Source: an optimization exercise on an open RTL-to-GDS flow (aim: small area, a short achievable clock period and few clock cycles per item). Production flows keep margins and buffers that such runs may drop. At most, simulation tests tie the RTL to the original design; equivalence was not proved. No driver is modelled on the clock port, so clocking that relies on it looks cheaper here than on a real chip. No activity file was given, so power comes from the tool's default toggle rates.

==> flow/design.v (excerpt) <==
module ras_strip_enc #(
    parameter MAXW = 32                  
) (
    input  wire        clk,
    input  wire        rst,              
    input  wire        in_valid,
    output wire        in_ready,
    input  wire [15:0] in_data,          
    input  wire        in_sof,           
    input  wire        in_eof,           
    input  wire [4:0]  cfg_depth,        
    input  wire        cfg_mosaic,       
    input  wire [5:0]  cfg_width,        
    output wire        out_valid,
    input  wire        out_ready,
    output wire [7:0]  out_data,
    output wire        out_last          
);
    localparam ESC = 24;
    reg         adv;                     
    reg         fresh;                   
    reg         rdy;                     
    assign in_ready = rdy;
    always @(posedge clk)
        fresh <= rst;
    integer i;
    reg         v1;
    reg [15:0]  x1r;                     
    reg         sof1, eof1;
    reg [4:0]   depth1;
    reg         mos1;
    reg [5:0]   w1;
    reg [7:0]   hmask1;                  
    reg [5:0]   col1;
    reg [1:0]   row1;                    
    reg         odd1;
    wire        take    = adv & !fresh & in_valid;      
    wire        wrap1   = (col1 + 6'd1 == w1);
    always @(posedge clk) begin
        if (rst)
            v1 <= 1'b0;
        else if (adv)
            v1 <= take;
        if (take) begin
            x1r  <= in_data;
            sof1 <= in_sof;
            eof1 <= in_eof;
            if (in_sof) begin
                depth1 <= cfg_depth;
                mos1   <= cfg_mosaic;
                w1     <= cfg_width;
                for (i = 0; i < 8; i = i + 1)
                    hmask1[i] <= (cfg_depth > i + 8);
                col1   <= 6'd0;
                row1   <= 2'd0;
                odd1   <= 1'b0;
            end else if (wrap1) begin
                col1   <= 6'd0;
                row1   <= (row1 == 2'd2) ? 2'd2 : row1 + 2'd1;
                odd1   <= ~odd1;
            end else begin
                col1   <= col1 + 6'd1;
            end
        end
    end
    wire [15:0] mask1 = {hmask1, 8'hFF};
    wire [15:0] x1    = x1r & mask1;
  ...
For scale: roughly 8500 cells after synthesis, about 3300 flip-flops, roughly 45 I/O pins, roughly 0.13 mm² of cells after synthesis.
clock: 18.0 ns
lec_check: 0
cap_margin: 50
core_margin: 2
core_utilization: 40
cts_buf_list: sky130_fd_sc_hd__clkbuf_4 sky130_fd_sc_hd__clkbuf_8 sky130_fd_sc_hd__clkbuf_16
cts_cluster_diameter: 80
cts_cluster_size: 25
slew_margin: 70
standard.sh (not shown) runs the stock make flow with config.mk's settings and CLKGATE_MAP_FILE= SYNTH_SCRIPT=/design/flow/synth_recipe.tcl, a recipe that flattens the netlist after the stock synthesis.
==> flow/flow/run.sh <==
#!/bin/bash
# The standard layout (standard.sh: the standard flow's synthesis and ORFS flow, all
# steps), with one change to how it is made: the buffers that ORFS puts on
# every input and output port are buf_4 cells (BUFFER_PORTS_ARGS).
# Each step's output goes to a log file of its own in this folder.
set -euo pipefail
export BUFFER_PORTS_ARGS="-buffer_cell sky130_fd_sc_hd__buf_4"
bash standard.sh synth > synth.log 2>&1
bash standard.sh floorplan > floorplan.log 2>&1
bash standard.sh place > place.log 2>&1
bash standard.sh cts > cts.log 2>&1
bash standard.sh route > route.log 2>&1
bash standard.sh finish > finish.log 2>&1
The baseline produced a clean layout.
Testbench counts at the start, summed over its fixed seeds: cycles 136,416, items 127,122.
Edit:
Settings changed: CAP_MARGIN 50 to 30, SLEW_MARGIN 70 to 40.
Outcome: Non-clock buffer count goes down by 285; worst setup slack improves by 0.0056 ns; global-route usage drops by 0.28 points; first-iteration DRC count drops by 1.9%; via count goes down by 1.9%.

* * *

ras_strip_enc, a different RTL version from the one above (not shown whole).
Size: ~7,700 cells after synthesis, about 45 I/O pins, ~0.13 sq mm of cells after synthesis.
==> flow/config.mk <==
export PLATFORM = sky130hd
export DESIGN_NAME = ras_strip_enc
export DESIGN_NICKNAME = ras_strip_enc
export VERILOG_FILES = /design/flow/design.v
export SDC_FILE = /design/flow/constraint.sdc
export NUM_CORES = 8
export LEC_CHECK = 0
export CAP_MARGIN = 30
export CORE_MARGIN = 2
export CORE_UTILIZATION = 55
export CTS_BUF_LIST = sky130_fd_sc_hd__clkbuf_4 sky130_fd_sc_hd__clkbuf_8 sky130_fd_sc_hd__clkbuf_16
export CTS_CLUSTER_DIAMETER = 80
export CTS_CLUSTER_SIZE = 25
export SLEW_MARGIN = 40
==> flow/constraint.sdc <==
create_clock -name core_clock -period 18.0 [get_ports {clk}]
set_input_delay 3.6000 -clock core_clock [delete_from_list [all_inputs] [get_ports {clk}]]
set_output_delay 3.6000 -clock core_clock [all_outputs]
set_load 0.01 [all_outputs]
Scripts as last shown in full above: flow/flow/run.sh
The starting point produced a clean layout.
Testbench counts at the start, summed over its fixed seeds: cycles 135,486, items 127,122.
==> next run, changes <==
--- a/flow/flow/run.sh
+++ b/flow/flow/run.sh
@@ -3,2 +3,5 @@
-# steps), with one change to how it is made: the buffers that ORFS puts on
-# every input and output port are buf_4 cells (BUFFER_PORTS_ARGS).
+# steps), with two changes to how it is made, none to the constraints:
+#  - the buffers that ORFS puts on every input and output port are buf_4
+#    cells (BUFFER_PORTS_ARGS);
+#  - after clock tree synthesis, io_cells.tcl gives the output ports' buffers
+#    and the flip-flops that drive them a stronger drive (same cell types).
@@ -7,0 +11 @@
+export POST_CTS_TCL="$PWD/flow/io_cells.tcl"
==> flow/flow/io_cells.tcl (new file) <==
# Faster cells on the paths to the output ports: each output port's buffer
# becomes a buf_8, and a plain flip-flop that drives such a buffer gets the
# strongest drive of its kind (same cell type, so the same register).
set block [ord::get_db_block]
set changed 0
foreach bterm [$block getBTerms] {
  if {[$bterm getIoType] != "OUTPUT"} { continue }
  set net [$bterm getNet]
  foreach iterm [$net getITerms] {
    if {![$iterm isOutputSignal]} { continue }
    set buf [$iterm getInst]
    set bm [[$buf getMaster] getName]
    if {[string match "sky130_fd_sc_hd__buf_*" $bm] && $bm != "sky130_fd_sc_hd__buf_8"} {
      replace_cell [$buf getName] sky130_fd_sc_hd__buf_8
      incr changed
    }
    foreach bin [$buf getITerms] {
      if {![$bin isInputSignal]} { continue }
      set n2 [$bin getNet]
      if {$n2 == "NULL"} { continue }
      foreach it2 [$n2 getITerms] {
        if {![$it2 isOutputSignal]} { continue }
        set ff [$it2 getInst]
        set fm [[$ff getMaster] getName]
        if {[regexp {^sky130_fd_sc_hd__dfxtp_[12]$} $fm]} {
          replace_cell [$ff getName] sky130_fd_sc_hd__dfxtp_4
          incr changed
        }
      }
    }
  }
}
puts "io_cells: $changed cells replaced"
detailed_placement
--- a/flow/config.mk
+++ b/flow/config.mk
@@ -10 +10 @@
-export CORE_UTILIZATION = 55
+export CORE_UTILIZATION = 50
Cell area grows by 0.40%.
Fmax increases by 1.1%.
Hold slack gets worse by 0.0085 ns.
Worst setup slack gains 0.055 ns.
Wire length shrinks by about 1.3%.
Clock skew falls by 0.0054 ns.
Via count drops by 0.74%.
Core utilization drops by 5.1 points.
Synthesized area is unchanged.
Die area went up by 9.9%.
==> next run, changes <==
--- a/flow/flow/run.sh
+++ b/flow/flow/run.sh
@@ -3,5 +3,2 @@
-# steps), with two changes to how it is made, none to the constraints:
-#  - the buffers that ORFS puts on every input and output port are buf_4
-#    cells (BUFFER_PORTS_ARGS);
-#  - after clock tree synthesis, io_cells.tcl gives the output ports' buffers
-#    and the flip-flops that drive them a stronger drive (same cell types).
+# steps), with one change to how it is made: the buffers that ORFS puts on
+# every input and output port are buf_4 cells (BUFFER_PORTS_ARGS).
@@ -11 +7,0 @@
-export POST_CTS_TCL="$PWD/flow/io_cells.tcl"
removed: flow/flow/io_cells.tcl
=> The new run went through all stages and came out clean. Global-route usage is about the same. Area after synthesis is unchanged. Non-clock buffer count stays the same. Clock skew decreases by 0.0039 ns. Routed wire length barely changes. Final cell count stays flat. Critical path depth is unchanged. Final area stays flat. Worst hold slack gets better by 0.0035 ns. Sequential power hardly moves.
==> next run, changes <==
--- a/flow/config.mk
+++ b/flow/config.mk
@@ -10 +10 @@
-export CORE_UTILIZATION = 50
+export CORE_UTILIZATION = 45
Effect: Worst setup slack is worse by 0.024 ns; final area hardly moves; total power came out lower by 0.33%; count of clock-buffer cells in the layout rose by 12; non-clock buffer count stays the same; first-iteration DRC count is lower by about 0.4%; routed wire length goes up by about 0.8%.

* * *

== job 2536 ==
Another version of the RTL of ras_strip_enc (not shown whole).
Size in the first run: ~8,600 cells after synthesis, about 3,300 flip-flops, roughly 45 I/O pins, ~130,000 um2 of cells after synthesis.
clock: 18.0 ns
lec_check: 0
cap_margin: 50
core_margin: 2
core_utilization: 40
slew_margin: 70
==> flow/flow/run.sh <==
#!/bin/bash
# The standard layout (standard.sh: the standard flow's synthesis and ORFS flow, all
# steps), with one change to how it is made: the buffers that ORFS puts on
# every input and output port are buf_4 cells (BUFFER_PORTS_ARGS).
# Each step's output goes to a log file of its own in this folder.
set -euo pipefail
export BUFFER_PORTS_ARGS="-buffer_cell sky130_fd_sc_hd__buf_4"
bash standard.sh synth > synth.log 2>&1
bash standard.sh floorplan > floorplan.log 2>&1
bash standard.sh place > place.log 2>&1
bash standard.sh cts > cts.log 2>&1
bash standard.sh route > route.log 2>&1
bash standard.sh finish > finish.log 2>&1
Job 2536 finished all stages; the layout is clean.
Setup changes, job 2536 to job 3581
Settings: an added CTS_BUF_LIST of sky130_fd_sc_hd__clkbuf_8.
### Flow results
- Job 2536 ended up with fewer cell instances than job 3581 did.
- In the tables for job 3581 and job 2536, setup slack of the worst register-to-register path reads higher with job 3581.
- Job 3581 does worse than job 2536 on setup slack.
- Sequential share of layout area: job 3581 vs job 2536 up 0.34 points
- Job 3581: first-iteration DRC count is about 0.54% lower than what job 2536 reported.
- Going from job 2536 to job 3581, achievable frequency shrank by a few percent.
- Going from job 2536 to job 3581, power decreased by about 3% relative to the old numbers; fraction of area in multi-input gates flat.
- Re setup fix buffers added after clock tree synthesis: no difference whatsoever between job 3581 and job 2536.
- Going from job 2536 to job 3581, total vias in the final route picked up an extra 1.4%, combinational power share picked up an extra 1.0 points.
The inputs of job 748 differ from those of job 3581 as listed below.
Settings: CTS_BUF_LIST: sky130_fd_sc_hd__clkbuf_8 -> sky130_fd_sc_hd__clkbuf_4 sky130_fd_sc_hd__clkbuf_8 sky130_fd_sc_hd__clkbuf_16; CTS_CLUSTER_DIAMETER: unset -> 100; CTS_CLUSTER_SIZE: unset -> 30.
[summary]
- Job 748 gives less core utilization than job 3581 did.
- Cell area | job 748 vs job 3581 | job 748 smaller
- In terms of synthesized area, job 3581 and job 748 differ only marginally.
- Side by side, antenna diode instance count turned out lower in job 748 than in job 3581.
- Re die span in x: no difference whatsoever between job 748 and job 3581.
- Number of buffers created by CTS: lower on job 748
- In job 748, filler cell count is higher than in job 3581.
- Area growth from synthesis to layout for job 748: 4.3 points down relative to job 3581
- Of job 748 and job 3581, it is job 748 that has the lower met2 track demand over resource in global routing.
- Diff job 3581 -> job 748 | wire length | down slightly
No run of this note included a check of the RTL's function; only the layout flow was run.

[port drivers added, routing unchanged]
The flow's constraints put no driver on any port. The routed layouts listed below were extracted and timed again, unchanged, in two steps.
Step 1: set_driving_cell puts a clkbuf_16 on clk and a buf_2 on each other input, an assumption about the parent block.
Step 2 times the ports against the registers' clock, not the clock port: input delays grow and output delays shrink by t, the midpoint of the rising clock arrivals with the driver on.
a / b / c = ideal / step 1 / step 2; a / b = the first two.
run	shift t [ns]	setup WS [ns]	latest minus earliest clock arrival (ns)
the first run of note 1	0.979	12.955 / 12.854 / 12.774	0.099 / 0.099
the second run of note 1	0.972	12.960 / 12.865 / 12.486	0.101 / 0.100
the first run of note 2	0.968	12.986 / 12.895 / 12.664	0.072 / 0.072
the second run of note 2	0.953	13.041 / 12.944 / 12.376	0.080 / 0.081
the third run of note 2	0.956	12.996 / 12.898 / 12.377	0.079 / 0.079
the fourth run of note 2	0.942	12.972 / 12.875 / 12.572	0.103 / 0.103
job 2536	1.013	12.763 / 12.669 / 13.011	0.156 / 0.156
job 3581	1.246	12.563 / 12.473 / 12.962	0.242 / 0.242
job 748	0.967	12.845 / 12.751 / 12.978	0.187 / 0.187
After both steps every run listed still meets setup and hold. The setup slack of the second run of note 2, which loses most, moves by -0.097 ns with the drivers and by -0.665 ns with both steps.
